This design comes from an exercise in tuning for small area, a short achievable clock period and few clock cycles per item on the open sky130 flow, not from production work.
The RTL was checked by simulation tests, not by an equivalence proof against the original design.

== run a ==
## comp_core
module comp_core (
    input  wire        clk,
    input  wire        rst,           
    input  wire        smp_valid,
    input  wire [9:0]  smp_code,
    input  wire        preset,
    input  wire [23:0] preset_duty,
    input  wire        start,
    output wire        ready,
    output reg         done,
    output wire [23:0] duty,
    output wire [18:0] cmp,
    input  wire [1:0]  wavg,
    input  wire [19:0] b0,
    input  wire [19:0] b1,
    input  wire [19:0] b2,
    input  wire [19:0] c1,
    input  wire [19:0] c2,
    input  wire [3:0]  gshift,
    input  wire [15:0] dmax,
    input  wire [25:0] d_ff,
    input  wire [11:0] top,
    input  wire [8:0]  trim
);
Size: roughly 390 flip-flops, ~250 I/O pins, roughly 41,000 µm² of cells after synthesis.
==> flow/config.mk <==
export PLATFORM = sky130hd
export DESIGN_NAME = comp_core
export DESIGN_NICKNAME = comp_core
export VERILOG_FILES = /design/flow/design.v
export SDC_FILE = /design/flow/constraint.sdc
export NUM_CORES = 4
export LEC_CHECK = 0
export CAP_MARGIN = 20
export CORE_MARGIN = 2
export CORE_UTILIZATION = 40
export SLEW_MARGIN = 20
==> flow/constraint.sdc <==
create_clock -name core_clock -period 19.0 [get_ports {clk}]
set_input_delay 3.8000 -clock core_clock [delete_from_list [all_inputs] [get_ports {clk}]]
set_output_delay 3.8000 -clock core_clock [all_outputs]
set_load 0.01 [all_outputs]
standard.sh (not shown) runs the stock make flow with config.mk's settings and CLKGATE_MAP_FILE= SYNTH_SCRIPT=/design/flow/synth_recipe.tcl, a recipe that flattens the netlist after the stock synthesis.
==> flow/flow/run.sh <==
#!/bin/bash
# Standard synthesis, then the standard flow's own layout with a larger setup repair
# margin (aimed at the worst path only), so that timing repair works toward
# a shorter period than the clock, and the smallest buffer on the ports.
set -euo pipefail
bash standard.sh synth > synth.log 2>&1
bash standard.sh SETUP_SLACK_MARGIN=14 TNS_END_PERCENT=0 \
    'BUFFER_PORTS_ARGS=-buffer_cell sky130_fd_sc_hd__buf_1' finish > layout.log 2>&1
Run a ended with every stage complete and zero timing, DRC or antenna violations.
Testbench counts of run a, summed over its fixed seeds: cycles 22,650, items 3,200.
Input changes introduced in run b (baseline for comparison: run a):
==> flow/flow/run.sh <==
#!/bin/bash
# Standard synthesis, then the standard flow's own layout with a larger setup repair
# margin (aimed at the worst path only), so that timing repair works toward
# a shorter period than the clock, the smallest buffer on the ports, and a
# denser placement.
set -euo pipefail
bash standard.sh synth > synth.log 2>&1
bash standard.sh SETUP_SLACK_MARGIN=14 TNS_END_PERCENT=0 \
    'BUFFER_PORTS_ARGS=-buffer_cell sky130_fd_sc_hd__buf_1' \
    CORE_UTILIZATION=60 PLACE_DENSITY=0.8 finish > layout.log 2>&1
Notes after the runs:
Of the two values seen for top layer reached by signal wires, met5 was produced by run b and met4 by run a. Run b vs run a: total detailed-routing wirelength down slightly. Comparing core area for run b and run a, the bigger number came from run a. Worst-case setup slack after placement for run b: 24 ps up relative to run a.

---

Another version of the RTL of comp_core (not shown whole).
For scale: roughly 4700 cells after synthesis, ~370 flip-flops, roughly 250 I/O pins, about 40000 um^2 of cells after synthesis.
## comp_core
module comp_core (
    input  wire        clk,
    input  wire        rst,           
    input  wire        smp_valid,
    input  wire [9:0]  smp_code,
    input  wire        preset,
    input  wire [23:0] preset_duty,
    input  wire        start,
    output wire        ready,
    output reg         done,
    output wire [23:0] duty,
    output wire [18:0] cmp,
    input  wire [1:0]  wavg,
    input  wire [19:0] b0,
    input  wire [19:0] b1,
    input  wire [19:0] b2,
    input  wire [19:0] c1,
    input  wire [19:0] c2,
    input  wire [3:0]  gshift,
    input  wire [15:0] dmax,
    input  wire [25:0] d_ff,
    input  wire [11:0] top,
    input  wire [8:0]  trim
);
    localparam [3:0] S_IDLE = 4'd0, S_P1 = 4'd1, S_P2 = 4'd2, S_P3 = 4'd3,
                     S_U = 4'd4, S_UT1 = 4'd5, S_UT2 = 4'd6, S_UL = 4'd7,
                     S_PC1 = 4'd8, S_V1 = 4'd9, S_PC2 = 4'd10, S_V2 = 4'd11,
                     S_PT = 4'd12;
    localparam signed [26:0] V_MAX = 27'sh3FFFFFF;
    localparam signed [26:0] V_MIN = -27'sh4000000;
    reg [3:0] state;
    reg       tie_done;
    reg [9:0] hist [0:7];
    reg        [23:0] u;
    reg signed [26:0] v1, v2;
    reg signed [10:0] e1, e2;
    reg signed [27:0] opa;
    reg        [9:0]  bn_r, bo_r, bt_r;    
    reg        [47:0] acc;
    reg        [3:0]  gsh_r;
    reg        [15:0] dmax_r;
    reg signed [25:0] dff_r;
    reg        [11:0] top_r;
    reg signed [8:0]  trim_r;
  ...
clock: 19.0 ns
lec_check: 0
cap_margin: 20
core_margin: 2
core_utilization: 40
slew_margin: 20
==> flow/flow/run.sh <==
#!/bin/bash
# Standard synthesis, then the standard flow's own layout with a larger setup repair
# margin, so that timing repair works toward a shorter period than the clock.
set -euo pipefail
bash standard.sh synth > synth.log 2>&1
bash standard.sh SETUP_SLACK_MARGIN=13 TNS_END_PERCENT=0 finish > layout.log 2>&1
Testbench counts at the start, summed over its fixed seeds: cycles 32,093, items 3,200.
Change:
--- a/flow/flow/run.sh
+++ b/flow/flow/run.sh
@@ -6 +6 @@
-bash standard.sh SETUP_SLACK_MARGIN=13 TNS_END_PERCENT=0 finish > layout.log 2>&1
+bash standard.sh SETUP_SLACK_MARGIN=13 finish > layout.log 2>&1
Result:
- die area does not change
- worst setup slack got worse by 0.040 ns
- final area went up by 4.7%
- non-clock buffer count went up by 88
- routed wire length went up by 1.1%

==> afterwards: timing with drivers on the ports <==
No port has a modelled driver above. Below, the same layouts with a new extraction and two added sets of constraints. Step 1 (the two cells are an assumption about what drives the block):
set clk [get_ports {clk}]
set_driving_cell -lib_cell sky130_fd_sc_hd__clkbuf_16 $clk
set_driving_cell -lib_cell sky130_fd_sc_hd__buf_2 [delete_from_list [all_inputs] $clk]
Step 2 also shifts input and output timing later by t, the mid clock arrival at the registers, as if the neighbouring blocks saw the same clock. Slacks: ideal ports / drivers / drivers and shift; pairs: ideal ports / drivers.
run | shift t [ns] | slack for setup (ns) | worst setup path after step 2 | latest minus earliest clock arrival (ns) | pins driven straight from the clock port
run a | 0.734 | 12.092 / 12.092 / 11.680 | input to register | 0.059 / 0.060 | 1
run b | 0.699 | 12.110 / 12.110 / 11.743 | input to register | 0.066 / 0.066 | 1
the first run of note 2 | 0.694 | 11.890 / 11.823 / 12.094 | input to register | 0.035 / 0.035 | 1
the second run of note 2 | 0.707 | 11.850 / 11.777 / 12.484 | register to output | 0.035 / 0.034 | 1
After both steps setup and hold are still met in every run listed. The setup slack of run a, which loses most, moves by 0.000 ns with the drivers and by -0.412 ns with both steps.
